Source: an optimization exercise on an open RTL-to-GDS flow (aim: small area, a short achievable clock period and few clock cycles per item). Production flows keep margins and buffers that such runs may drop.
Function was not checked in any run shown here: the RTL went through the layout flow alone.

==> flow/design.v, too long to show whole: its modules and the start of the top module <==
// module loop_frame: 473 lines
// module lf_mac32: 1765 lines
// module lf_mac33: 1793 lines
// module lf_add33: 127 lines
// module lf_add34: 131 lines
module loop_frame (
    input  wire        clk,
    input  wire        rst,
    input  wire        cmd_valid,
    output wire        cmd_ready,
    input  wire [1:0]  cmd_op,
    input  wire [5:0]  cmd_addr,
    input  wire [31:0] cmd_data,
    input  wire [31:0] in_y,
    input  wire [31:0] in_r,
    input  wire [31:0] in_x1,
    input  wire [31:0] in_x2,
    input  wire [31:0] in_x3,
    output reg         out_valid,
    output reg  [31:0] out_value,
    output reg  [1:0]  out_lim,
    output reg  [11:0] out_flags
);
  // ...
==> flow/flow/run.sh <==
#!/bin/bash
# Layout flow: the standard ORFS flow (standard.sh), with repair_timing aimed
# at a setup slack margin so that the critical paths are sized for a short period.
# The clock period and all constraints stay the design's. Each make/tool output
# goes to its own log in this folder (ORFS also keeps its per-step logs under orfs/logs).
set -euo pipefail
MARGIN=24
bash standard.sh SYNTH_ARGS=-noabc SETUP_SLACK_MARGIN=$MARGIN synth > flow_synth.log 2>&1
bash standard.sh SETUP_SLACK_MARGIN=$MARGIN floorplan > flow_floorplan.log 2>&1
bash standard.sh SETUP_SLACK_MARGIN=$MARGIN place > flow_place.log 2>&1
bash standard.sh SETUP_SLACK_MARGIN=$MARGIN cts > flow_cts.log 2>&1
bash standard.sh SETUP_SLACK_MARGIN=$MARGIN route > flow_route.log 2>&1
bash standard.sh SETUP_SLACK_MARGIN=$MARGIN finish > flow_finish.log 2>&1
==> flow/standard.sh <==
#!/bin/bash
# synth_recipe.tcl (not shown) runs the flow's synth.tcl, then flattens the netlist and writes it again
# the make line also repeats each setting of config.mk as NAME=value (left out here)
make -C /OpenROAD-flow-scripts/flow DESIGN_CONFIG=/design/flow/config.mk WORK_HOME=/design/flow/orfs CLKGATE_MAP_FILE= SYNTH_SCRIPT=/design/flow/synth_recipe.tcl "${@:-finish}"
==> flow/config.mk <==
export PLATFORM = sky130hd
export DESIGN_NAME = loop_frame
export DESIGN_NICKNAME = loop_frame
export VERILOG_FILES = /design/flow/design.v
export SDC_FILE = /design/flow/constraint.sdc
export NUM_CORES = 8
export LEC_CHECK = 0
export ABC_AREA = 1
export CAP_MARGIN = 20
export CORE_MARGIN = 2
export CORE_UTILIZATION = 40
export SLEW_MARGIN = 20
export TNS_END_PERCENT = 0
==> flow/constraint.sdc <==
create_clock -name core_clock -period 32.0 [get_ports {clk}]
set_input_delay 6.4000 -clock core_clock [delete_from_list [all_inputs] [get_ports {clk}]]
set_output_delay 6.4000 -clock core_clock [all_outputs]
set_load 0.01 [all_outputs]
==> results.py, run 1 <==
metrics = {
    "outcome": {
        "status": "complete, no violations",
    },
    "cells_and_area": {
        "seq_cells": 2599,
        "largest_class": "multi-input gates",
        "multi_input_gates": 19805,
        "fillers": 55821,
        "num-nonclk-inverters": 2735,
        "multi_input_area_share": 0.610,
    },
    "yosys": {
        "synth_mux_area_frac": 0.000791,
        "synth_flop_cell": "dfxtp_1",
        "synth_edf_count": 644,
        "ys_seq_area_frac": 0.259,
    },
    "floorplan": {
        "num_tap_cells": 7506,
        "dieArea_mm2": 0.571,
    },
    "setup_path": {
        "endpoint_kind": "register",
        "crit_required_ns": 32.85,
        "r2r_cells": 32,
        "path_max_fanout": 32,
        "crit_buf_inv": 5,
        "path_depth": 32,
    },
    "clock_network": {
        "cts_tree": "built",
        "clk_pin_slew_ns": 0.07,
    },
    "timing": {
        "fin_crit_sh": 0.286,
    },
}
==> module loop_frame, before the edit <==
module loop_frame (
    input  wire        clk,
    input  wire        rst,
    input  wire        cmd_valid,
    output wire        cmd_ready,
    input  wire [1:0]  cmd_op,
    input  wire [5:0]  cmd_addr,
    input  wire [31:0] cmd_data,
    input  wire [31:0] in_y,
    input  wire [31:0] in_r,
    input  wire [31:0] in_x1,
    input  wire [31:0] in_x2,
    input  wire [31:0] in_x3,
    output reg         out_valid,
    output reg  [31:0] out_value,
    output reg  [1:0]  out_lim,
    output reg  [11:0] out_flags
);
    localparam [31:0] SMAX = 32'h7fffffff;
    localparam [31:0] SMIN = 32'h80000000;
    localparam [31:0] ONE  = 32'h01000000;
    localparam F_SHAPE = 0, F_ERROR = 1, F_PID = 2, F_INTEG = 3, F_BQ0 = 4,
               F_BQ1 = 5, F_BQ2 = 6, F_BQ3 = 7, F_FF = 8, F_CLAMP = 9,
               F_RATE = 10, F_PSAT = 11;
    function [31:0] sat33;
        input [32:0] x;
        begin
            if (x[32] != x[31]) sat33 = x[32] ? SMIN : SMAX;
            else sat33 = x[31:0];
        end
    endfunction
    function ov33;
        input [32:0] x;
        begin
            ov33 = (x[32] != x[31]);
        end
    endfunction
    function [31:0] sat34;
        input [33:0] x;
        begin
            if (x[33] & ~(&x[32:31])) sat34 = SMIN;
            else if (~x[33] & (|x[32:31])) sat34 = SMAX;
            else sat34 = x[31:0];
        end
    endfunction
    function ov34;
        input [33:0] x;
        begin
            ov34 = (x[33] & ~(&x[32:31])) | (~x[33] & (|x[32:31]));
        end
    endfunction
    function [32:0] sx33;
        input [31:0] v;
        begin
            sx33 = {v[31], v};
        end
    endfunction
    function [33:0] sx34;
        input [31:0] v;
        begin
            sx34 = {{2{v[31]}}, v};
        end
    endfunction
    function [64:0] mrow;
        input        ai;
        input [64:0] acc;
        input [31:0] add;
        begin
            mrow = ai ? acc : {9'd0, ~add[31], add[30:0], 1'b0, 23'h7fffff};
        end
    endfunction
    reg  [6:0] sl;
    wire [6:0] sl_n = {sl[5:0], sl[6]};
    reg        init;
    reg        rdy;
    reg        cv_q, acc_q, rst_q;
    reg  [1:0] op_q;
    reg  [5:0] ad_q;
    assign cmd_ready = rdy;
    wire acc_cmd   = rdy & ~rst;
    wire acc_frame = acc_cmd & (op_q != 2'd3);
    wire acc_wr    = acc_cmd & (op_q == 2'd3);
    reg       vA, vB, vC;
    reg [1:0] opA, opB, opC;
    wire nA = vA & (opA == 2'd0), pA = vA & (opA == 2'd1), wA = nA | pA;
    wire nB = vB & (opB == 2'd0), pB = vB & (opB == 2'd1), wB = nB | pB;
    wire wC = vC & ((opC == 2'd0) | (opC == 2'd1));
    wire vA_n = sl[1] ? acc_frame : vA;
    wire vB_n = sl[1] ? vA : vB;
    wire vC_n = sl[1] ? vB : (vC & ~sl[2]);
    wire pA_n = sl[1] ? (acc_frame & (op_q == 2'd1)) : pA;
    wire pB_n = sl[1] ? pA : pB;
    reg       rg_v;
    reg [1:0] rg_u;
    reg [6:0] rg_s;
    always @(*) begin
        rg_v = 1'b1; rg_u = 2'd0; rg_s = 7'd0;
        case (ad_q)
            6'd0:  begin rg_u = 2'd0; rg_s = 7'b0001000; end    
            6'd2:  begin rg_u = 2'd0; rg_s = 7'b1000000; end    
            6'd3:  begin rg_u = 2'd1; rg_s = 7'b1000000; end    
            6'd4:  begin rg_u = 2'd2; rg_s = 7'b1000000; end    
            6'd6:  begin rg_u = 2'd3; rg_s = 7'b0001000; end    
            6'd7:  begin rg_u = 2'd3; rg_s = 7'b0010000; end    
            6'd8:  begin rg_u = 2'd3; rg_s = 7'b0100000; end    
            6'd12: begin rg_u = 2'd2; rg_s = 7'b0000100; end    
            6'd16: begin rg_u = 2'd0; rg_s = 7'b0000010; end    
            6'd17: begin rg_u = 2'd0; rg_s = 7'b0000100; end    
            6'd18: begin rg_u = 2'd0; rg_s = 7'b0100000; end    
            6'd19: begin rg_u = 2'd0; rg_s = 7'b0010000; end    
            6'd20: begin rg_u = 2'd0; rg_s = 7'b0000001; end    
            6'd21: begin rg_u = 2'd1; rg_s = 7'b0000100; end    
            6'd22: begin rg_u = 2'd1; rg_s = 7'b0010000; end    
            6'd23: begin rg_u = 2'd1; rg_s = 7'b0000001; end    
            6'd24: begin rg_u = 2'd1; rg_s = 7'b0100000; end    
            6'd25: begin rg_u = 2'd1; rg_s = 7'b0000010; end    
            6'd26: begin rg_u = 2'd1; rg_s = 7'b0001000; end    
            6'd27: begin rg_u = 2'd2; rg_s = 7'b0001000; end    
            6'd28: begin rg_u = 2'd2; rg_s = 7'b0000001; end    
            6'd29: begin rg_u = 2'd2; rg_s = 7'b0100000; end    
            6'd30: begin rg_u = 2'd2; rg_s = 7'b0000010; end    
            6'd31: begin rg_u = 2'd2; rg_s = 7'b0010000; end    
            6'd32: begin rg_u = 2'd3; rg_s = 7'b1000000; end    
            6'd33: begin rg_u = 2'd3; rg_s = 7'b0000010; end    
            6'd34: begin rg_u = 2'd3; rg_s = 7'b0000001; end    
            6'd35: begin rg_u = 2'd3; rg_s = 7'b0000100; end    
            default: rg_v = 1'b0;
        endcase
    end
    wire wr_plain  = (ad_q == 6'd1) | (ad_q == 6'd5) | (ad_q == 6'd9) |
                     (ad_q == 6'd10) | (ad_q == 6'd11) | (ad_q == 6'd13);
    wire wr_lreset = (ad_q == 6'd62);
    wire busy_n = vA_n | vB_n | vC_n;
    wire init_n = init & ~sl[6];
    wire wr_ok  = rg_v ? (~busy_n & (|(sl_n & rg_s))) :
                  wr_lreset ? (~busy_n & sl_n[2]) :
                  wr_plain ? ~busy_n : 1'b1;
    wire cmd_ok = (op_q != 2'd3) ? sl_n[1] : wr_ok;
    always @(posedge clk) begin
        if (rst) begin
            sl   <= 7'b0000001;
            init <= 1'b1;
            rdy  <= 1'b0;
            cv_q <= 1'b0;
            acc_q <= 1'b0;
            rst_q <= 1'b1;
            vA   <= 1'b0;
            vB   <= 1'b0;
            vC   <= 1'b0;
            opA  <= 2'd0;
            opB  <= 2'd0;
            opC  <= 2'd0;
        end else begin
            sl   <= sl_n;
            init <= init_n;
            rdy  <= cv_q & ~acc_q & ~rst_q & ~acc_cmd & ~init_n & cmd_ok;
            cv_q <= cmd_valid;
            acc_q <= acc_cmd;
            rst_q <= 1'b0;
            vC   <= vC_n;
            if (sl[1]) begin
                vB  <= vA;
                opC <= opB;
                opB <= opA;
                vA  <= acc_frame;
                opA <= op_q;
            end
        end
    end
    always @(posedge clk) begin
        op_q <= cmd_op;
        ad_q <= cmd_addr;
    end
    reg [223:0] ring0, ring1, ring2, ring3;
    wire [31:0] c0 = ring0[31:0], c1 = ring1[31:0], c2 = ring2[31:0], c3 = ring3[31:0];
    wire wr_r0 = acc_wr & rg_v & (rg_u == 2'd0);
    wire wr_r1 = acc_wr & rg_v & (rg_u == 2'd1);
    wire wr_r2 = acc_wr & rg_v & (rg_u == 2'd2);
    wire wr_r3 = acc_wr & rg_v & (rg_u == 2'd3);
    wire [31:0] def0 = (sl[1] | sl[3]) ? ONE : 32'd0;
    wire [31:0] def1 = (sl[2] | sl[3]) ? ONE : 32'd0;
    wire [31:0] def2 = sl[4] ? ONE : 32'd0;
    always @(posedge clk) begin
        ring0 <= {wr_r0 ? cmd_data : (init ? def0 : c0), ring0[223:32]};
        ring1 <= {wr_r1 ? cmd_data : (init ? def1 : c1), ring1[223:32]};
        ring2 <= {wr_r2 ? cmd_data : (init ? def2 : c2), ring2[223:32]};
        ring3 <= {wr_r3 ? cmd_data : (init ? 32'd0 : c3), ring3[223:32]};
    end
    reg [31:0] p_dr, p_bias, p_omin, p_omax, p_du;
    reg        p_rev;
    always @(posedge clk) begin
        if (rst) begin
            p_dr   <= SMAX;
            p_bias <= 32'd0;
            p_omin <= SMIN;
            p_omax <= SMAX;
            p_du   <= SMAX;
            p_rev  <= 1'b0;
        end else if (acc_wr) begin
            case (ad_q)
                6'd1:  p_dr   <= cmd_data;
                6'd5:  p_bias <= cmd_data;
                6'd9:  p_omin <= cmd_data;
                6'd10: p_omax <= cmd_data;
                6'd11: p_du   <= cmd_data;
                6'd13: p_rev  <= cmd_data[0];
                default: ;
            endcase
        end
    end
    reg [31:0] r_q, y_q, x1_q, x2_q, x3_q, t_q;
    reg [31:0] step_q, p_q, gi_q, d_q, f_q, u_q;
    reg [31:0] b0_q, b1_q, b2_q, b3_q;
    reg [64:0] acc0, acc1, acc2, acc3;
    reg [11:0] flA, flB;
    reg [31:0] st_rs, st_eprev, st_i;
    reg [31:0] s1_0, s1_1, s1_2, s1_3, s2_0, s2_1, s2_2, s2_3;
    reg        st_fz;
    reg       g0, i0, t0, a0s1, a0s2, a0u;
    reg       g1, i1, t1, a1s11, a1s12, a1s2, a1u;
    reg       g2, i2, t2, a2s2, a2s1, a2u;
    reg       g3, i3, t3, a3b, a3s2;
    always @(posedge clk) begin
        i0   <= sl_n[0] | sl_n[4];
        g0   <= sl_n[0] | sl_n[4] | (sl_n[1] & pA_n);
        t0   <= sl_n[2] | sl_n[5];
        a0s1 <= sl_n[1] & ~pA_n;
        a0u  <= sl_n[1] & pA_n;
        a0s2 <= sl_n[2];
        i1   <= sl_n[1] | sl_n[5];
        g1   <= sl_n[1] | sl_n[5] | ((sl_n[2] | sl_n[3]) & pB_n);
        t1   <= sl_n[0] | sl_n[4];
        a1s11 <= sl_n[2] & ~pB_n;
        a1s12 <= sl_n[3] & ~pB_n;
        a1u  <= (sl_n[2] | sl_n[3]) & pB_n;
        a1s2 <= sl_n[4];
        i2   <= sl_n[1] | sl_n[5];
        g2   <= sl_n[1] | sl_n[5] | (sl_n[4] & pB_n);
        t2   <= sl_n[0] | sl_n[3];
        a2s2 <= sl_n[3];
        a2s1 <= sl_n[4] & ~pB_n;
        a2u  <= sl_n[4] & pB_n;
        i3   <= sl_n[0] | sl_n[2] | sl_n[4] | sl_n[5];
        g3   <= sl_n[0] | sl_n[2];
        t3   <= sl_n[1] | sl_n[3] | sl_n[4] | sl_n[6];
        a3b  <= sl_n[3];
        a3s2 <= sl_n[6];
    end
    wire [31:0] ad0 = ({32{a0s1}} & s1_0) | ({32{a0s2}} & s2_0) | ({32{a0u}} & u_q);
    wire [31:0] ad1 = ({32{a1s11}} & s1_1) | ({32{a1s12}} & s1_2) | ({32{a1s2}} & s2_1) | ({32{a1u}} & u_q);
    wire [31:0] ad2 = ({32{a2s2}} & s2_2) | ({32{a2s1}} & s1_3) | ({32{a2u}} & u_q);
    wire [31:0] ad3 = ({32{a3b}} & p_bias) | ({32{a3s2}} & s2_3);
    reg  [31:0] xq0, xq1, xq3;
    reg  [32:0] xq2;
    wire [64:0] z0, z1, z2, z3;
    wire [31:0] r0, r1, r2, r3;
    wire        s0, s1, s2, s3;
    lf_mac32 u0 (.x(xq0), .y(c0), .neg(g0), .row(mrow(i0, acc0, ad0)), .st(t0), .z(z0), .r(r0), .s(s0));
    lf_mac32 u1 (.x(xq1), .y(c1), .neg(g1), .row(mrow(i1, acc1, ad1)), .st(t1), .z(z1), .r(r1), .s(s1));
    lf_mac33 u2 (.x(xq2), .y(c2), .neg(g2), .row(mrow(i2, acc2, ad2)), .st(t2), .z(z2), .r(r2), .s(s2));
    lf_mac32 u3 (.x(xq3), .y(c3), .neg(g3), .row(mrow(i3, acc3, ad3)), .st(t3), .z(z3), .r(r3), .s(s3));
    wire [32:0] dr_full;
    lf_add33 a_dr (.a(sx33(r_q)), .b(~sx33(st_rs)), .ci(1'b1), .s(dr_full));
    wire [32:0] st_pl    = sx33(step_q) + sx33(p_dr);
    wire [32:0] st_mi    = sx33(p_dr) - sx33(step_q);
    wire        sel_dr   = p_dr[31] | st_mi[32];
    wire        sel_nd   = ~p_dr[31] & st_pl[32];
    wire [31:0] step_c   = sel_dr ? p_dr : (sel_nd ? ~p_dr : step_q);
    wire [32:0] rs_full;
    lf_add33 a_rs (.a(sx33(st_rs)), .b(sx33(step_c)), .ci(sel_nd), .s(rs_full));
    wire [31:0] e_pa     = p_rev ? y_q : st_rs;
    wire [31:0] e_pb     = p_rev ? st_rs : y_q;
    wire [32:0] e_full, ed_new;
    lf_add33 a_e (.a(sx33(e_pa)), .b(~sx33(e_pb)), .ci(1'b1), .s(e_full));
    wire [31:0] e_new    = sat33(e_full);
    lf_add33 a_ed (.a(sx33(e_new)), .b(~sx33(st_eprev)), .ci(1'b1), .s(ed_new));
    wire [31:0] dr_new   = sat33(dr_full);
    wire        gi_pos   = ~gi_q[31] & (|gi_q[30:0]);
    wire        i_cond   = ~((out_lim == 2'b01) & gi_pos) & ~((out_lim == 2'b11) & gi_q[31]);
    wire [32:0] s1_full, pd;
    wire [33:0] s2_full;
    lf_add33 a_s1 (.a(sx33(pA ? t_q : st_i)), .b(sx33(pA ? ~f_q : gi_q)), .ci(pA), .s(s1_full));
    wire [32:0] i_full   = s1_full;
    wire [32:0] pu_full  = s1_full;
    wire [31:0] i_new    = i_cond ? sat33(i_full) : st_i;
    wire [31:0] pu       = sat33(pu_full);
    lf_add33 a_pd (.a(sx33(p_q)), .b(sx33(d_q)), .ci(1'b0), .s(pd));
    lf_add34 a_s2 (.a({pd[32], pd}), .b(sx34(pA ? ~pu : i_new)), .ci(1'b0), .s(s2_full));
    wire [33:0] u_full   = s2_full;
    wire [33:0] pi_full  = ~s2_full;
    wire [31:0] u_new    = pA ? pu : sat34(u_full);
    reg  [32:0] h1_q, l1_q;
    reg  [31:0] bmin_q, prev_q;
    wire [32:0] lo_q, hi_q;
    lf_add33 a_lo (.a(sx33(prev_q)), .b(~sx33(p_du)), .ci(1'b1), .s(lo_q));
    lf_add33 a_hi (.a(sx33(prev_q)), .b(sx33(p_du)), .ci(1'b0), .s(hi_q));
    always @(posedge clk) begin
        if (sl[1]) prev_q <= pA ? t_q : out_value;
        bmin_q <= ($signed(p_omin) < $signed(p_omax)) ? p_omin : p_omax;
        h1_q <= ($signed(sx33(p_omax)) < $signed(hi_q)) ? sx33(p_omax) : hi_q;
        l1_q <= ($signed(lo_q) > $signed(sx33(bmin_q))) ?
                    (($signed(lo_q) < $signed(hi_q)) ? lo_q : hi_q) :
                    (($signed(sx33(bmin_q)) < $signed(hi_q)) ? sx33(bmin_q) : hi_q);
    end
    wire [32:0] v_full;
    lf_add33 a_v (.a(sx33(pB ? u_q : b3_q)), .b(sx33(f_q)), .ci(1'b0), .s(v_full));
    wire [31:0] v_sat    = sat33(v_full);
    wire [32:0] hh       = ($signed(h1_q) > $signed(l1_q)) ? h1_q : l1_q;
    wire        v_gt_hh  = $signed(sx33(v_sat)) > $signed(hh);
    wire        v_lt_l1  = $signed(sx33(v_sat)) < $signed(l1_q);
    wire [1:0]  lim_new  = v_gt_hh ? 2'b01 : (v_lt_l1 ? 2'b11 : 2'b00);
    wire [32:0] w_rt     = v_lt_l1 ? l1_q : (v_gt_hh ? hh : sx33(v_sat));
    wire        v_gt_mx  = $signed(v_sat) > $signed(p_omax);
    wire        v_lt_bm  = $signed(v_sat) < $signed(bmin_q);
    wire [31:0] o_val    = v_gt_mx ? p_omax : (v_lt_bm ? bmin_q : v_sat);
    reg  [31:0] o_q;
    reg  [32:0] wrt_q;
    reg         ovo_q;
    always @(posedge clk) begin
        if (sl[5]) begin
            o_q   <= o_val;
            wrt_q <= w_rt;
            ovo_q <= v_gt_mx | v_lt_bm;
        end
    end
    wire [32:0] w_m      = ($signed(wrt_q) > $signed(sx33(p_omax))) ? sx33(p_omax) : wrt_q;
    wire [32:0] w_fin    = ($signed(w_m) < $signed(sx33(bmin_q))) ? sx33(bmin_q) : w_m;
    wire        f_clamp  = ovo_q | (w_fin != wrt_q);
    wire        f_rate   = (wrt_q != sx33(o_q));
    wire lreset = acc_wr & wr_lreset;
    always @(posedge clk) begin
        if (sl[1]) begin
            r_q  <= in_r;
            y_q  <= in_y;
            x1_q <= in_x1;
            x2_q <= in_x2;
            x3_q <= in_x3;
            t_q  <= cmd_data;
        end
        step_q <= r0;
        p_q    <= r0;
        gi_q   <= r1;
        d_q    <= st_fz ? 32'd0 : r2;
        if (sl[5]) f_q <= r3;
        if (sl[0]) u_q <= u_new;
        if (sl[1]) b0_q <= r0;
        if (sl[2]) b1_q <= r1;
        if (sl[3]) b2_q <= r1;
        if (sl[4]) b3_q <= r2;
        case (1'b1)
            sl[6]: begin
                xq0 <= pB ? u_q : b0_q;  xq1 <= pB ? u_q : b0_q;
                xq2 <= sx33(pB ? u_q : b1_q); xq3 <= b3_q;
            end
            sl[0]: begin
                xq0 <= u_new;  xq1 <= pB ? u_q : b1_q;
                xq2 <= sx33(pB ? u_q : b2_q); xq3 <= pB ? u_q : b2_q;
            end
            sl[1]: begin
                xq0 <= u_q;    xq1 <= pA ? u_q : r0;
                xq2 <= sx33(b2_q); xq3 <= pB ? xq3 : b3_q;
            end
            sl[2]: begin
                xq0 <= dr_new; xq1 <= pB ? u_q : r1;
                xq2 <= sx33(r1); xq3 <= x1_q;
            end
            sl[3]: begin
                xq0 <= b0_q;   xq1 <= b0_q;
                xq2 <= sx33(pB ? u_q : r1); xq3 <= x2_q;
            end
            sl[4]: begin
                xq0 <= u_q;    xq1 <= b1_q;
                xq2 <= sx33(b2_q); xq3 <= x3_q;
            end
            default: begin
                xq0 <= e_new;  xq1 <= e_new;
                xq2 <= ed_new; xq3 <= b2_q;
            end
        endcase
        if (t0) acc0 <= z0;
        acc1 <= z1;
        if (t2) acc2 <= z2;
        acc3 <= z3;
    end
    always @(posedge clk) begin
        if (rst) begin
            st_rs <= 32'd0; st_eprev <= 32'd0; st_i <= 32'd0; st_fz <= 1'b0;
            s1_0 <= 32'd0; s1_1 <= 32'd0; s1_2 <= 32'd0; s1_3 <= 32'd0;
            s2_0 <= 32'd0; s2_1 <= 32'd0; s2_2 <= 32'd0; s2_3 <= 32'd0;
            out_value <= 32'd0; out_lim <= 2'd0;
        end else if (lreset) begin
            st_rs <= cmd_data; st_eprev <= 32'd0; st_i <= 32'd0;
            s1_0 <= 32'd0; s1_1 <= 32'd0; s1_2 <= 32'd0; s1_3 <= 32'd0;
            s2_0 <= 32'd0; s2_1 <= 32'd0; s2_2 <= 32'd0; s2_3 <= 32'd0;
            out_value <= c2; out_lim <= 2'd0;
        end else begin
            if (sl[4] & vA) st_rs <= sat33(rs_full);
            if (sl[6] & vA) st_fz <= (opA == 2'd2);
            if (sl[6] & wA) st_eprev <= xq0;
            if (sl[0] & nA) st_i <= i_new;
            if (sl[0] & pA) st_i <= sat34(pi_full);
            if (sl[1] & pA) s1_0 <= r0;
            if (sl[4] & nB) s1_0 <= r0;
            if (sl[0] & wB) s2_0 <= r0;
            if (sl[2] & pB) s1_1 <= r1;
            if (sl[5] & nB) s1_1 <= r1;
            if (sl[1] & wB) s2_1 <= r1;
            if (sl[3] & pB) s1_2 <= r1;
            if (sl[5] & nB) s1_2 <= r2;
            if (sl[1] & wB) s2_2 <= r2;
            if (sl[4] & pB) s1_3 <= r2;
            if (sl[0] & nB) s1_3 <= r3;
            if (sl[2] & wC) s2_3 <= r3;
            if (sl[5] & wB) out_lim <= lim_new;
            if (sl[6] & wB) out_value <= w_fin[31:0];
        end
    end
    always @(posedge clk) begin
        if (rst) begin
            out_valid <= 1'b0;
            out_flags <= 12'd0;
            flA <= 12'd0;
            flB <= 12'd0;
        end else begin
            out_valid <= sl[2] & vC;
            if (sl[1]) begin
                out_flags <= flB
                           | ((wB & s1) ? (12'd1 << F_BQ1) : 12'd0)
                           | ((wB & s2) ? (12'd1 << F_BQ2) : 12'd0);
                flB <= flA | ((wA & s0) ? (12'd1 << F_BQ0) : 12'd0);
                flA <= 12'd0;
            end else begin
                if (sl[2] & wC & s3) out_flags[F_BQ3] <= 1'b1;
                case (1'b1)
                    sl[2]: begin
                        if (vA & ov33(dr_full)) flA[F_SHAPE] <= 1'b1;
                        if (wB & s1) flB[F_BQ1] <= 1'b1;
                    end
                    sl[3]: begin
                        if (vA & s0) flA[F_SHAPE] <= 1'b1;
                        if (wB & s1) flB[F_BQ2] <= 1'b1;
                    end
                    sl[4]: begin
                        if (vA & ov33(rs_full)) flA[F_SHAPE] <= 1'b1;
                        if (wB & s2) flB[F_BQ3] <= 1'b1;
                        if (nB & s0) flB[F_BQ0] <= 1'b1;
                    end
                    sl[5]: begin
                        if (wA & ov33(e_full)) flA[F_ERROR] <= 1'b1;
                        if (wA & s3) flA[F_FF] <= 1'b1;
                        if (nB & s1) flB[F_BQ1] <= 1'b1;
                        if (nB & s2) flB[F_BQ2] <= 1'b1;
                        if (wB & ov33(v_full)) flB[F_FF] <= 1'b1;
                    end
                    sl[6]: begin
                        if (wA & (s0 | (s2 & ~st_fz))) flA[F_PID] <= 1'b1;
                        if (nA & s1) flA[F_INTEG] <= 1'b1;
                        if (wB & f_clamp) flB[F_CLAMP] <= 1'b1;
                        if (wB & f_rate) flB[F_RATE] <= 1'b1;
                    end
                    sl[0]: begin
                        if (nA & i_cond & ov33(i_full)) flA[F_INTEG] <= 1'b1;
                        if (nA & ov34(u_full)) flA[F_PID] <= 1'b1;
                        if (pA & (ov33(pu_full) | ov34(pi_full))) flA[F_PSAT] <= 1'b1;
                        if (wB & s0) flB[F_BQ0] <= 1'b1;
                        if (nB & s3) flB[F_BQ3] <= 1'b1;
                    end
                    default: ;
                endcase
            end
        end
    end
endmodule
==> inputs of run 2 (changes only) <==
--- a/flow/design.v
+++ b/flow/design.v
@@ -77,7 +77,7 @@
     reg  [1:0] op_q;
     reg  [5:0] ad_q;
     assign cmd_ready = rdy;
-    wire acc_cmd   = rdy & ~rst;
+    wire acc_cmd   = rdy;
     wire acc_frame = acc_cmd & (op_q != 2'd3);
     wire acc_wr    = acc_cmd & (op_q == 2'd3);
     reg       vA, vB, vC;
@@ -130,6 +130,7 @@
     wire wr_plain  = (ad_q == 6'd1) | (ad_q == 6'd5) | (ad_q == 6'd9) |
                      (ad_q == 6'd10) | (ad_q == 6'd11) | (ad_q == 6'd13);
     wire wr_lreset = (ad_q == 6'd62);
+    wire lreset = acc_wr & wr_lreset;
     wire busy_n = vA_n | vB_n | vC_n;
     wire init_n = init & ~sl[6];
     wire wr_ok  = rg_v ? (~busy_n & (|(sl_n & rg_s))) :
@@ -189,7 +190,7 @@
     reg [31:0] p_dr, p_bias, p_omin, p_omax, p_du;
     reg        p_rev;
     always @(posedge clk) begin
-        if (rst) begin
+        if (rst_q) begin
             p_dr   <= SMAX;
             p_bias <= 32'd0;
             p_omin <= SMIN;
@@ -215,36 +216,47 @@
     reg [11:0] flA, flB;
     reg [31:0] st_rs, st_eprev, st_i;
     reg [31:0] s1_0, s1_1, s1_2, s1_3, s2_0, s2_1, s2_2, s2_3;
+    reg [7:0]  zf;
+    wire [7:0] zw;       
+    wire       zclr;
+    wire [7:0] zf_n = zclr ? 8'hff : (zf & ~zw);
     reg        st_fz;
-    reg       g0, i0, t0, a0s1, a0s2, a0u;
-    reg       g1, i1, t1, a1s11, a1s12, a1s2, a1u;
-    reg       g2, i2, t2, a2s2, a2s1, a2u;
-    reg       g3, i3, t3, a3b, a3s2;
+    reg       i0, t0, a0s1, a0s2, a0u;
+    reg       i1, t1, a1s11, a1s12, a1s2, a1u;
+    reg       i2, t2, a2s2, a2s1, a2u;
+    reg       i3, t3, a3b, a3s2;
     always @(posedge clk) begin
         i0   <= sl_n[0] | sl_n[4];
-        g0   <= sl_n[0] | sl_n[4] | (sl_n[1] & pA_n);
         t0   <= sl_n[2] | sl_n[5];
-        a0s1 <= sl_n[1] & ~pA_n;
+        a0s1 <= sl_n[1] & ~pA_n & ~zf_n[0];
         a0u  <= sl_n[1] & pA_n;
-        a0s2 <= sl_n[2];
+        a0s2 <= sl_n[2] & ~zf_n[4];
         i1   <= sl_n[1] | sl_n[5];
-        g1   <= sl_n[1] | sl_n[5] | ((sl_n[2] | sl_n[3]) & pB_n);
         t1   <= sl_n[0] | sl_n[4];
-        a1s11 <= sl_n[2] & ~pB_n;
-        a1s12 <= sl_n[3] & ~pB_n;
+        a1s11 <= sl_n[2] & ~pB_n & ~zf_n[1];
+        a1s12 <= sl_n[3] & ~pB_n & ~zf_n[2];
         a1u  <= (sl_n[2] | sl_n[3]) & pB_n;
-        a1s2 <= sl_n[4];
+        a1s2 <= sl_n[4] & ~zf_n[5];
         i2   <= sl_n[1] | sl_n[5];
-        g2   <= sl_n[1] | sl_n[5] | (sl_n[4] & pB_n);
         t2   <= sl_n[0] | sl_n[3];
-        a2s2 <= sl_n[3];
-        a2s1 <= sl_n[4] & ~pB_n;
+        a2s2 <= sl_n[3] & ~zf_n[6];
+        a2s1 <= sl_n[4] & ~pB_n & ~zf_n[3];
         a2u  <= sl_n[4] & pB_n;
         i3   <= sl_n[0] | sl_n[2] | sl_n[4] | sl_n[5];
-        g3   <= sl_n[0] | sl_n[2];
         t3   <= sl_n[1] | sl_n[3] | sl_n[4] | sl_n[6];
         a3b  <= sl_n[3];
-        a3s2 <= sl_n[6];
+        a3s2 <= sl_n[6] & ~zf_n[7];
+    end
+    wire      g0n = sl_n[0] | sl_n[4] | (sl_n[1] & pA_n);
+    wire      g1n = sl_n[1] | sl_n[5] | ((sl_n[2] | sl_n[3]) & pB_n);
+    wire      g2n = sl_n[1] | sl_n[5] | (sl_n[4] & pB_n);
+    wire      g3n = sl_n[0] | sl_n[2];
+    reg         g0, g1, g2, g3;
+    always @(posedge clk) begin
+        g0 <= g0n;
+        g1 <= g1n;
+        g2 <= g2n;
+        g3 <= g3n;
     end
     wire [31:0] ad0 = ({32{a0s1}} & s1_0) | ({32{a0s2}} & s2_0) | ({32{a0u}} & u_q);
     wire [31:0] ad1 = ({32{a1s11}} & s1_1) | ({32{a1s12}} & s1_2) | ({32{a1s2}} & s2_1) | ({32{a1u}} & u_q);
@@ -270,24 +282,19 @@
     lf_add33 a_rs (.a(sx33(st_rs)), .b(sx33(step_c)), .ci(sel_nd), .s(rs_full));
     wire [31:0] e_pa     = p_rev ? y_q : st_rs;
     wire [31:0] e_pb     = p_rev ? st_rs : y_q;
-    wire [32:0] e_full, ed_new;
-    lf_add33 a_e (.a(sx33(e_pa)), .b(~sx33(e_pb)), .ci(1'b1), .s(e_full));
+    wire [32:0] e_full   = sx33(e_pa) - sx33(e_pb);
     wire [31:0] e_new    = sat33(e_full);
-    lf_add33 a_ed (.a(sx33(e_new)), .b(~sx33(st_eprev)), .ci(1'b1), .s(ed_new));
+    wire [32:0] ed_new   = sx33(e_new) - sx33(st_eprev);
     wire [31:0] dr_new   = sat33(dr_full);
     wire        gi_pos   = ~gi_q[31] & (|gi_q[30:0]);
     wire        i_cond   = ~((out_lim == 2'b01) & gi_pos) & ~((out_lim == 2'b11) & gi_q[31]);
-    wire [32:0] s1_full, pd;
-    wire [33:0] s2_full;
-    lf_add33 a_s1 (.a(sx33(pA ? t_q : st_i)), .b(sx33(pA ? ~f_q : gi_q)), .ci(pA), .s(s1_full));
-    wire [32:0] i_full   = s1_full;
-    wire [32:0] pu_full  = s1_full;
+    wire [32:0] i_full   = sx33(st_i) + sx33(gi_q);
     wire [31:0] i_new    = i_cond ? sat33(i_full) : st_i;
+    wire [32:0] pd       = sx33(p_q) + sx33(d_q);
+    wire [33:0] u_full   = {pd[32], pd} + sx34(i_new);
+    wire [32:0] pu_full  = sx33(t_q) - sx33(f_q);
     wire [31:0] pu       = sat33(pu_full);
-    lf_add33 a_pd (.a(sx33(p_q)), .b(sx33(d_q)), .ci(1'b0), .s(pd));
-    lf_add34 a_s2 (.a({pd[32], pd}), .b(sx34(pA ? ~pu : i_new)), .ci(1'b0), .s(s2_full));
-    wire [33:0] u_full   = s2_full;
-    wire [33:0] pi_full  = ~s2_full;
+    wire [33:0] pi_full  = sx34(pu) - {pd[32], pd};
     wire [31:0] u_new    = pA ? pu : sat34(u_full);
     reg  [32:0] h1_q, l1_q;
     reg  [31:0] bmin_q, prev_q;
@@ -302,8 +309,7 @@
                     (($signed(lo_q) < $signed(hi_q)) ? lo_q : hi_q) :
                     (($signed(sx33(bmin_q)) < $signed(hi_q)) ? sx33(bmin_q) : hi_q);
     end
-    wire [32:0] v_full;
-    lf_add33 a_v (.a(sx33(pB ? u_q : b3_q)), .b(sx33(f_q)), .ci(1'b0), .s(v_full));
+    wire [32:0] v_full   = sx33(pB ? u_q : b3_q) + sx33(f_q);
     wire [31:0] v_sat    = sat33(v_full);
     wire [32:0] hh       = ($signed(h1_q) > $signed(l1_q)) ? h1_q : l1_q;
     wire        v_gt_hh  = $signed(sx33(v_sat)) > $signed(hh);
@@ -323,11 +329,11 @@
             ovo_q <= v_gt_mx | v_lt_bm;
         end
     end
-    wire [32:0] w_m      = ($signed(wrt_q) > $signed(sx33(p_omax))) ? sx33(p_omax) : wrt_q;
-    wire [32:0] w_fin    = ($signed(w_m) < $signed(sx33(bmin_q))) ? sx33(bmin_q) : w_m;
-    wire        f_clamp  = ovo_q | (w_fin != wrt_q);
+    wire        w_gt_mx  = $signed(wrt_q) > $signed(sx33(p_omax));
+    wire        w_lt_bm  = $signed(wrt_q) < $signed(sx33(bmin_q));
+    wire [31:0] w_fin    = w_gt_mx ? p_omax : (w_lt_bm ? bmin_q : wrt_q[31:0]);
+    wire        f_clamp  = ovo_q | w_gt_mx | w_lt_bm;
     wire        f_rate   = (wrt_q != sx33(o_q));
-    wire lreset = acc_wr & wr_lreset;
     always @(posedge clk) begin
         if (sl[1]) begin
             r_q  <= in_r;
@@ -383,15 +389,11 @@
         acc3 <= z3;
     end
     always @(posedge clk) begin
-        if (rst) begin
+        if (rst_q) begin
             st_rs <= 32'd0; st_eprev <= 32'd0; st_i <= 32'd0; st_fz <= 1'b0;
-            s1_0 <= 32'd0; s1_1 <= 32'd0; s1_2 <= 32'd0; s1_3 <= 32'd0;
-            s2_0 <= 32'd0; s2_1 <= 32'd0; s2_2 <= 32'd0; s2_3 <= 32'd0;
             out_value <= 32'd0; out_lim <= 2'd0;
         end else if (lreset) begin
             st_rs <= cmd_data; st_eprev <= 32'd0; st_i <= 32'd0;
-            s1_0 <= 32'd0; s1_1 <= 32'd0; s1_2 <= 32'd0; s1_3 <= 32'd0;
-            s2_0 <= 32'd0; s2_1 <= 32'd0; s2_2 <= 32'd0; s2_3 <= 32'd0;
             out_value <= c2; out_lim <= 2'd0;
         end else begin
             if (sl[4] & vA) st_rs <= sat33(rs_full);
@@ -399,22 +401,34 @@
             if (sl[6] & wA) st_eprev <= xq0;
             if (sl[0] & nA) st_i <= i_new;
             if (sl[0] & pA) st_i <= sat34(pi_full);
-            if (sl[1] & pA) s1_0 <= r0;
-            if (sl[4] & nB) s1_0 <= r0;
-            if (sl[0] & wB) s2_0 <= r0;
-            if (sl[2] & pB) s1_1 <= r1;
-            if (sl[5] & nB) s1_1 <= r1;
-            if (sl[1] & wB) s2_1 <= r1;
-            if (sl[3] & pB) s1_2 <= r1;
-            if (sl[5] & nB) s1_2 <= r2;
-            if (sl[1] & wB) s2_2 <= r2;
-            if (sl[4] & pB) s1_3 <= r2;
-            if (sl[0] & nB) s1_3 <= r3;
-            if (sl[2] & wC) s2_3 <= r3;
             if (sl[5] & wB) out_lim <= lim_new;
-            if (sl[6] & wB) out_value <= w_fin[31:0];
+            if (sl[6] & wB) out_value <= w_fin;
         end
     end
+    assign zw[0] = (sl[1] & pA) | (sl[4] & nB);
+    assign zw[1] = (sl[2] & pB) | (sl[5] & nB);
+    assign zw[2] = (sl[3] & pB) | (sl[5] & nB);
+    assign zw[3] = (sl[4] & pB) | (sl[0] & nB);
+    assign zw[4] = sl[0] & wB;
+    assign zw[5] = sl[1] & wB;
+    assign zw[6] = sl[1] & wB;
+    assign zw[7] = sl[2] & wC;
+    assign zclr  = rst_q | lreset;
+    always @(posedge clk) begin
+        zf <= zf_n;
+        if (sl[1] & pA) s1_0 <= r0;
+        if (sl[4] & nB) s1_0 <= r0;
+        if (zw[4]) s2_0 <= r0;
+        if (sl[2] & pB) s1_1 <= r1;
+        if (sl[5] & nB) s1_1 <= r1;
+        if (zw[5]) s2_1 <= r1;
+        if (sl[3] & pB) s1_2 <= r1;
+        if (sl[5] & nB) s1_2 <= r2;
+        if (zw[6]) s2_2 <= r2;
+        if (sl[4] & pB) s1_3 <= r2;
+        if (sl[0] & nB) s1_3 <= r3;
+        if (zw[7]) s2_3 <= r3;
+    end
     always @(posedge clk) begin
         if (rst) begin
             out_valid <= 1'b0;
@@ -4156,134 +4170,3 @@
     wire bp58 = p[32] & bp31;
     assign s = {p[32] ^ bg31, p[31] ^ bg57, p[30] ^ bg42, p[29] ^ bg56, p[28] ^ bg35, p[27] ^ bg55, p[26] ^ bg41, p[25] ^ bg54, p[24] ^ bg32, p[23] ^ bg53, p[22] ^ bg40, p[21] ^ bg52, p[20] ^ bg34, p[19] ^ bg51, p[18] ^ bg39, p[17] ^ bg50, p[16] ^ bg29, p[15] ^ bg49, p[14] ^ bg38, p[13] ^ bg48, p[12] ^ bg33, p[11] ^ bg47, p[10] ^ bg37, p[9] ^ bg46, p[8] ^ bg25, p[7] ^ bg45, p[6] ^ bg36, p[5] ^ bg44, p[4] ^ bg17, p[3] ^ bg43, p[2] ^ bg1, p[1] ^ g0, p[0] ^ ci};
 endmodule
-module lf_add34 (
-    input  wire [33:0] a,
-    input  wire [33:0] b,
-    input  wire        ci,
-    output wire [33:0] s
-);
-    wire [33:0] p = a ^ b;
-    wire [33:0] g = a & b;
-    wire g0 = g[0] | (p[0] & ci);
-    wire bg1 = g[1] | (p[1] & g0);
-    wire bp1 = p[1] & p[0];
-    wire bg2 = g[3] | (p[3] & g[2]);
-    wire bp2 = p[3] & p[2];
-    wire bg3 = g[5] | (p[5] & g[4]);
-    wire bp3 = p[5] & p[4];
-    wire bg4 = g[7] | (p[7] & g[6]);
-    wire bp4 = p[7] & p[6];
-    wire bg5 = g[9] | (p[9] & g[8]);
-    wire bp5 = p[9] & p[8];
-    wire bg6 = g[11] | (p[11] & g[10]);
-    wire bp6 = p[11] & p[10];
-    wire bg7 = g[13] | (p[13] & g[12]);
-    wire bp7 = p[13] & p[12];
-    wire bg8 = g[15] | (p[15] & g[14]);
-    wire bp8 = p[15] & p[14];
-    wire bg9 = g[17] | (p[17] & g[16]);
-    wire bp9 = p[17] & p[16];
-    wire bg10 = g[19] | (p[19] & g[18]);
-    wire bp10 = p[19] & p[18];
-    wire bg11 = g[21] | (p[21] & g[20]);
-    wire bp11 = p[21] & p[20];
-    wire bg12 = g[23] | (p[23] & g[22]);
-    wire bp12 = p[23] & p[22];
-    wire bg13 = g[25] | (p[25] & g[24]);
-    wire bp13 = p[25] & p[24];
-    wire bg14 = g[27] | (p[27] & g[26]);
-    wire bp14 = p[27] & p[26];
-    wire bg15 = g[29] | (p[29] & g[28]);
-    wire bp15 = p[29] & p[28];
-    wire bg16 = g[31] | (p[31] & g[30]);
-    wire bp16 = p[31] & p[30];
-    wire bg17 = g[33] | (p[33] & g[32]);
-    wire bp17 = p[33] & p[32];
-    wire bg18 = bg2 | (bp2 & bg1);
-    wire bp18 = bp2 & bp1;
-    wire bg19 = bg4 | (bp4 & bg3);
-    wire bp19 = bp4 & bp3;
-    wire bg20 = bg6 | (bp6 & bg5);
-    wire bp20 = bp6 & bp5;
-    wire bg21 = bg8 | (bp8 & bg7);
-    wire bp21 = bp8 & bp7;
-    wire bg22 = bg10 | (bp10 & bg9);
-    wire bp22 = bp10 & bp9;
-    wire bg23 = bg12 | (bp12 & bg11);
-    wire bp23 = bp12 & bp11;
-    wire bg24 = bg14 | (bp14 & bg13);
-    wire bp24 = bp14 & bp13;
-    wire bg25 = bg16 | (bp16 & bg15);
-    wire bp25 = bp16 & bp15;
-    wire bg26 = bg19 | (bp19 & bg18);
-    wire bp26 = bp19 & bp18;
-    wire bg27 = bg21 | (bp21 & bg20);
-    wire bp27 = bp21 & bp20;
-    wire bg28 = bg23 | (bp23 & bg22);
-    wire bp28 = bp23 & bp22;
-    wire bg29 = bg25 | (bp25 & bg24);
-    wire bp29 = bp25 & bp24;
-    wire bg30 = bg27 | (bp27 & bg26);
-    wire bp30 = bp27 & bp26;
-    wire bg31 = bg29 | (bp29 & bg28);
-    wire bp31 = bp29 & bp28;
-    wire bg32 = bg31 | (bp31 & bg30);
-    wire bp32 = bp31 & bp30;
-    wire bg33 = bg28 | (bp28 & bg30);
-    wire bp33 = bp28 & bp30;
-    wire bg34 = bg20 | (bp20 & bg26);
-    wire bp34 = bp20 & bp26;
-    wire bg35 = bg22 | (bp22 & bg30);
-    wire bp35 = bp22 & bp30;
-    wire bg36 = bg24 | (bp24 & bg33);
-    wire bp36 = bp24 & bp33;
-    wire bg37 = bg3 | (bp3 & bg18);
-    wire bp37 = bp3 & bp18;
-    wire bg38 = bg5 | (bp5 & bg26);
-    wire bp38 = bp5 & bp26;
-    wire bg39 = bg7 | (bp7 & bg34);
-    wire bp39 = bp7 & bp34;
-    wire bg40 = bg9 | (bp9 & bg30);
-    wire bp40 = bp9 & bp30;
-    wire bg41 = bg11 | (bp11 & bg35);
-    wire bp41 = bp11 & bp35;
-    wire bg42 = bg13 | (bp13 & bg33);
-    wire bp42 = bp13 & bp33;
-    wire bg43 = bg15 | (bp15 & bg36);
-    wire bp43 = bp15 & bp36;
-    wire bg44 = bg17 | (bp17 & bg32);
-    wire bp44 = bp17 & bp32;
-    wire bg45 = g[2] | (p[2] & bg1);
-    wire bp45 = p[2] & bp1;
-    wire bg46 = g[4] | (p[4] & bg18);
-    wire bp46 = p[4] & bp18;
-    wire bg47 = g[6] | (p[6] & bg37);
-    wire bp47 = p[6] & bp37;
-    wire bg48 = g[8] | (p[8] & bg26);
-    wire bp48 = p[8] & bp26;
-    wire bg49 = g[10] | (p[10] & bg38);
-    wire bp49 = p[10] & bp38;
-    wire bg50 = g[12] | (p[12] & bg34);
-    wire bp50 = p[12] & bp34;
-    wire bg51 = g[14] | (p[14] & bg39);
-    wire bp51 = p[14] & bp39;
-    wire bg52 = g[16] | (p[16] & bg30);
-    wire bp52 = p[16] & bp30;
-    wire bg53 = g[18] | (p[18] & bg40);
-    wire bp53 = p[18] & bp40;
-    wire bg54 = g[20] | (p[20] & bg35);
-    wire bp54 = p[20] & bp35;
-    wire bg55 = g[22] | (p[22] & bg41);
-    wire bp55 = p[22] & bp41;
-    wire bg56 = g[24] | (p[24] & bg33);
-    wire bp56 = p[24] & bp33;
-    wire bg57 = g[26] | (p[26] & bg42);
-    wire bp57 = p[26] & bp42;
-    wire bg58 = g[28] | (p[28] & bg36);
-    wire bp58 = p[28] & bp36;
-    wire bg59 = g[30] | (p[30] & bg43);
-    wire bp59 = p[30] & bp43;
-    wire bg60 = g[32] | (p[32] & bg32);
-    wire bp60 = p[32] & bp32;
-    assign s = {p[33] ^ bg60, p[32] ^ bg32, p[31] ^ bg59, p[30] ^ bg43, p[29] ^ bg58, p[28] ^ bg36, p[27] ^ bg57, p[26] ^ bg42, p[25] ^ bg56, p[24] ^ bg33, p[23] ^ bg55, p[22] ^ bg41, p[21] ^ bg54, p[20] ^ bg35, p[19] ^ bg53, p[18] ^ bg40, p[17] ^ bg52, p[16] ^ bg30, p[15] ^ bg51, p[14] ^ bg39, p[13] ^ bg50, p[12] ^ bg34, p[11] ^ bg49, p[10] ^ bg38, p[9] ^ bg48, p[8] ^ bg26, p[7] ^ bg47, p[6] ^ bg37, p[5] ^ bg46, p[4] ^ bg18, p[3] ^ bg45, p[2] ^ bg1, p[1] ^ g0, p[0] ^ ci};
-endmodule
==> flow/flow/run.sh (replaced) <==
#!/bin/bash
# Layout flow: the standard ORFS flow (standard.sh), with repair_timing aimed
# at a setup slack margin so that the critical paths are sized for a short period.
# The clock period and all constraints stay the design's. Each make/tool output
# goes to its own log in this folder (ORFS also keeps its per-step logs under orfs/logs).
set -euo pipefail
MARGIN=24
bash standard.sh SYNTH_ARGS=-noabc SETUP_SLACK_MARGIN=$MARGIN MATCH_CELL_FOOTPRINT=0 synth > flow_synth.log 2>&1
bash standard.sh SETUP_SLACK_MARGIN=$MARGIN MATCH_CELL_FOOTPRINT=0 floorplan > flow_floorplan.log 2>&1
bash standard.sh SETUP_SLACK_MARGIN=$MARGIN MATCH_CELL_FOOTPRINT=0 place > flow_place.log 2>&1
bash standard.sh SETUP_SLACK_MARGIN=$MARGIN MATCH_CELL_FOOTPRINT=0 cts > flow_cts.log 2>&1
bash standard.sh SETUP_SLACK_MARGIN=$MARGIN MATCH_CELL_FOOTPRINT=0 MAX_REPAIR_ANTENNAS_ITER_DRT=10 route > flow_route.log 2>&1
bash standard.sh SETUP_SLACK_MARGIN=$MARGIN MATCH_CELL_FOOTPRINT=0 finish > flow_finish.log 2>&1
--- a/flow/config.mk
+++ b/flow/config.mk
@@ -9,5 +9,6 @@
 export CAP_MARGIN = 20
 export CORE_MARGIN = 2
 export CORE_UTILIZATION = 40
-export SLEW_MARGIN = 20
-export TNS_END_PERCENT = 0
+export PLACE_DENSITY = 0.7
+export SLEW_MARGIN = 30
+export TNS_END_PERCENT = 5
==> run 2 against run 1 <==
Net effect: still clean; routed wire length decreased by 2.2%; clock-buffer cell count decreased by 19; fmax increased by 9.8%; first-iteration DRC count increased by 23%; worst setup slack improved by 0.82 ns; synthesized area increased by 2.0%; via count increased by 5.2%; sequential share of layout area increased by 0.19 points; highest routed layer unchanged.
==> results.py, run 2 <==
metrics = {
    "setup_path": {
        "crit_required_ns": 25.60,
        "startpoint_type": "register",
        "slowest_stage": "clkdlybuf4s50_1",
        "cp_top_family": "buffers and inverters",
        "path_max_fanout": 2,
        "timing_worst_setup_path_type": "register to output port",
        "path_cells": "clkdlybuf4s50_1",
        "worst_ep_arrival_time_ns": 1.94,
        "endpoint_kind": "output port",
        "slowest_delay_ns": 0.57,
        "crit_buf_inv": 1,
    },
    "yosys": {
        "synth_area_leaders": "fa_1 (18%), dfxtp_1 (15%), edfxtp_1 (12%)",
        "synth_seq_cells": 2608,
        "synth_area_mm2": 0.231,
        "synth_edf_count": 900,
        "synth_flop_cell": "dfxtp_1",
        "synth.most_common_cell": "nand2_1",
        "synth_nets": 31173,
        "yosys.area.top_type_share": 0.181,
        "synthTopCellsByCount": "nand2_1 (5,348), inv_1 (2,835), xor2_1 (2,560), fa_1 (2,087), o22ai_1 (2,057)",
        "yosysWarnings": 1,
        "syn_avg_cell_area_um2": 8.41,
        "yosys.area.top_type": "fa_1",
        "ys_types": 82,
        "synthArstFlopShare": 0,
        "netlist_instances": 27434,
        "ys_seq_area_frac": 0.265,
    },
    "timing": {
        "tns_ns": 0,
        "max_freq_ghz": 0.120,
        "fin_skew_ns": 0.149,
        "final.min_clock_period_ns": 8.34,
        "worstMarginPinSlew_ns": 1.24,
        "drv_slew": 0,
        "timing.hold.ws_ns": 0.238,
        "fin_crit_sh": 0.261,
        "setup_viol": 0,
        "hold_violations": 0,
        "slew-limit-headroom": 0.176,
        "rsz0062_at_grt": "true",
    },
    "global_routing": {
        "grt_max_degree": 130,
        "grt_pass1_wl_mm": 1520,
        "track_usage": 0.357,
        "grt_pass1_vias": 208038,
        "grt-ovfl-total": 0,
        "antenna_found_initial": 137,
    },
    "cells_and_area": {
        "fin_area_mm2": 0.263,
        "syn_to_final_growth_pct": 14.0,
        "fillers": 54467,
        "mostFrequentLayoutCell": "nand2_1",
        "final_cell_mix": "nand2_1 (5,176), inv_1 (2,706), xor2_1 (2,458)",
        "nNetsFinal": 31004,
        "drive_gt1_frac": 0.0999,
    },
    "placed_design": {
        "gp_congestion": 1.10,
        "place_area_mm2": 0.242,
        "dp_hpwl_mm": 785,
        "port_buffers": 250,
    },
    "clock_network": {
        "clk-insertion-delay-late_ns": 1.07,
        "cts_root_buffer": "clkbuf_16",
        "cts.htree.levels": 5,
        "clock_sink_count": 2608,
        "numCtsBuffers": 298,
        "hold_buffers": 0,
        "clk_pin_slew_ns": 0.06,
        "cts_tree": "built",
        "clk_path_buf_depth": 4,
    },
    "floorplan": {
        "rows": 278,
        "core-area_mm2": 0.574,
        "dieArea_mm2": 0.583,
        "boundaryPins": 251,
        "dieHeight_um": 763,
        "die_width_um": 763,
        "start_util": 0.402,
    },
    "routing": {
        "drc": 0,
        "num_vias": 220821,
        "drt_iter0_markers": 34772,
        "ant_nets": 0,
        "routed_via_density": 6.27,
        "routed_wl_mm": 1110,
        "wire_per_inst_um": 31.6,
        "dr.pass1.iters": 30,
    },
    "min_path": {
        "hp-class": "register to register",
    },
    "job": {
        "cap_violations": 0,
    },
    "outcome": {
        "status": "complete, no violations",
    },
}
==> run 2: path summary, 6_finish.rpt <==
check | start | end | slack (ns) | depth (start not counted)
worst min-delay path | ring2[169] | ring2[137] | 0.24 | 0
worst max-delay path | out_flags[1] | out_flags[1] | 23.66 | 1
worst min register to register | ring2[169] | ring2[137] | 0.24 | 0
worst max register to register | ring3[5] | s1_3[21] | 23.71 | 25
==> run 2: area by class of cell <==
| cell class | count | area [µm²] | share of cell area |
|---|---|---|---|
| Multi-Input combinational cell | 20322 | 158000 | 0.603 |
| Antenna cell | 127 | 318 | 0.00121 |
| Clock buffer | 406 | 8620 | 0.0328 |
| Sequential cell | 2608 | 61600 | 0.234 |
| Inverter | 2916 | 11100 | 0.0424 |
| Timing Repair inverter | 4 | 25.0 | 0.0000952 |
| Clock inverter | 145 | 1710 | 0.00649 |
| Timing Repair Buffer | 1115 | 11500 | 0.0439 |
| Tap cell | 7560 | 9460 | 0.0360 |
==> run 2: timing repair <==
item / in CTS / in global routing
cloned: 30 / 61
buffers inserted: 109 / 223
setup endpoints to repair: 734 / 812
pin swaps: 30 / 213
gates resized for setup: 758 / 837
==> run 2: logic make-up (layout without fill, tap and decap cells) <==
| logic type | Yosys count | in the layout | share of synthesized area |
|---|---|---|---|
| AOI/OAI and AO/OA | 5909 | 5911 | 0.149 |
| and+or+nand+nor | 7974 | 7984 | 0.141 |
| xor gates and xnor gates | 2786 | 2787 | 0.106 |
| adders and majority gates | 3536 | 3536 | 0.260 |
| DFF | 2608 | 2608 | 0.265 |
| buffers and inverters | 4561 | 4586 | 0.0752 |
| other | 0 | 127 | 0 |
| muxes | 60 | 104 | 0.00284 |
==> run 2: through the flow <==
| step | instances | util | setup slack (ns) |
|---|---|---|---|
| floorplan | 27434 | - | 24.31 |
| detailed placement | 34098 | 0.421 | 22.43 |
| finish | 35203 | 0.458 | 23.66 |
| global placement | 34097 | 0.421 | 22.41 |
| CTS | 34788 | 0.446 | 23.63 |
| global route | 35124 | 0.458 | 23.60 |
==> run 2: layer usage <==
metal / global-route usage / wire length (µm)
met2: 0.521 / 454000
met3: 0.122 / 154000
met1: 0.430 / 384000
met4: 0.282 / 118000
met5: 0.00729 / 1430

[afterwards: timing with drivers on the ports]
The flow's constraints put no driver on any port. The routed layouts listed below were extracted and timed again, unchanged, in two steps. Step 1: set_driving_cell puts a clkbuf_16 on clk and a buf_2 on each other input, an assumption about the parent block. Step 2 times the ports against the registers' clock, not the clock port: input delays grow and output delays shrink by t, the midpoint of the rising clock arrivals with the driver on. a / b / c = ideal / step 1 / step 2; a / b = the first two.
run | shift t [ns] | setup slack, ns | worst setup path at the end | worst data-port slew with drivers (ns)
run 1 | 1.167 | 22.843 / 22.843 / 21.722 | input to register | 0.21
run 2 | 1.123 | 23.663 / 23.534 / 22.924 | input to register | 0.15
After both steps setup and hold are still met in every run listed. The setup slack of run 1, which loses most, moves by 0.000 ns with the drivers and by -1.121 ns with both steps.
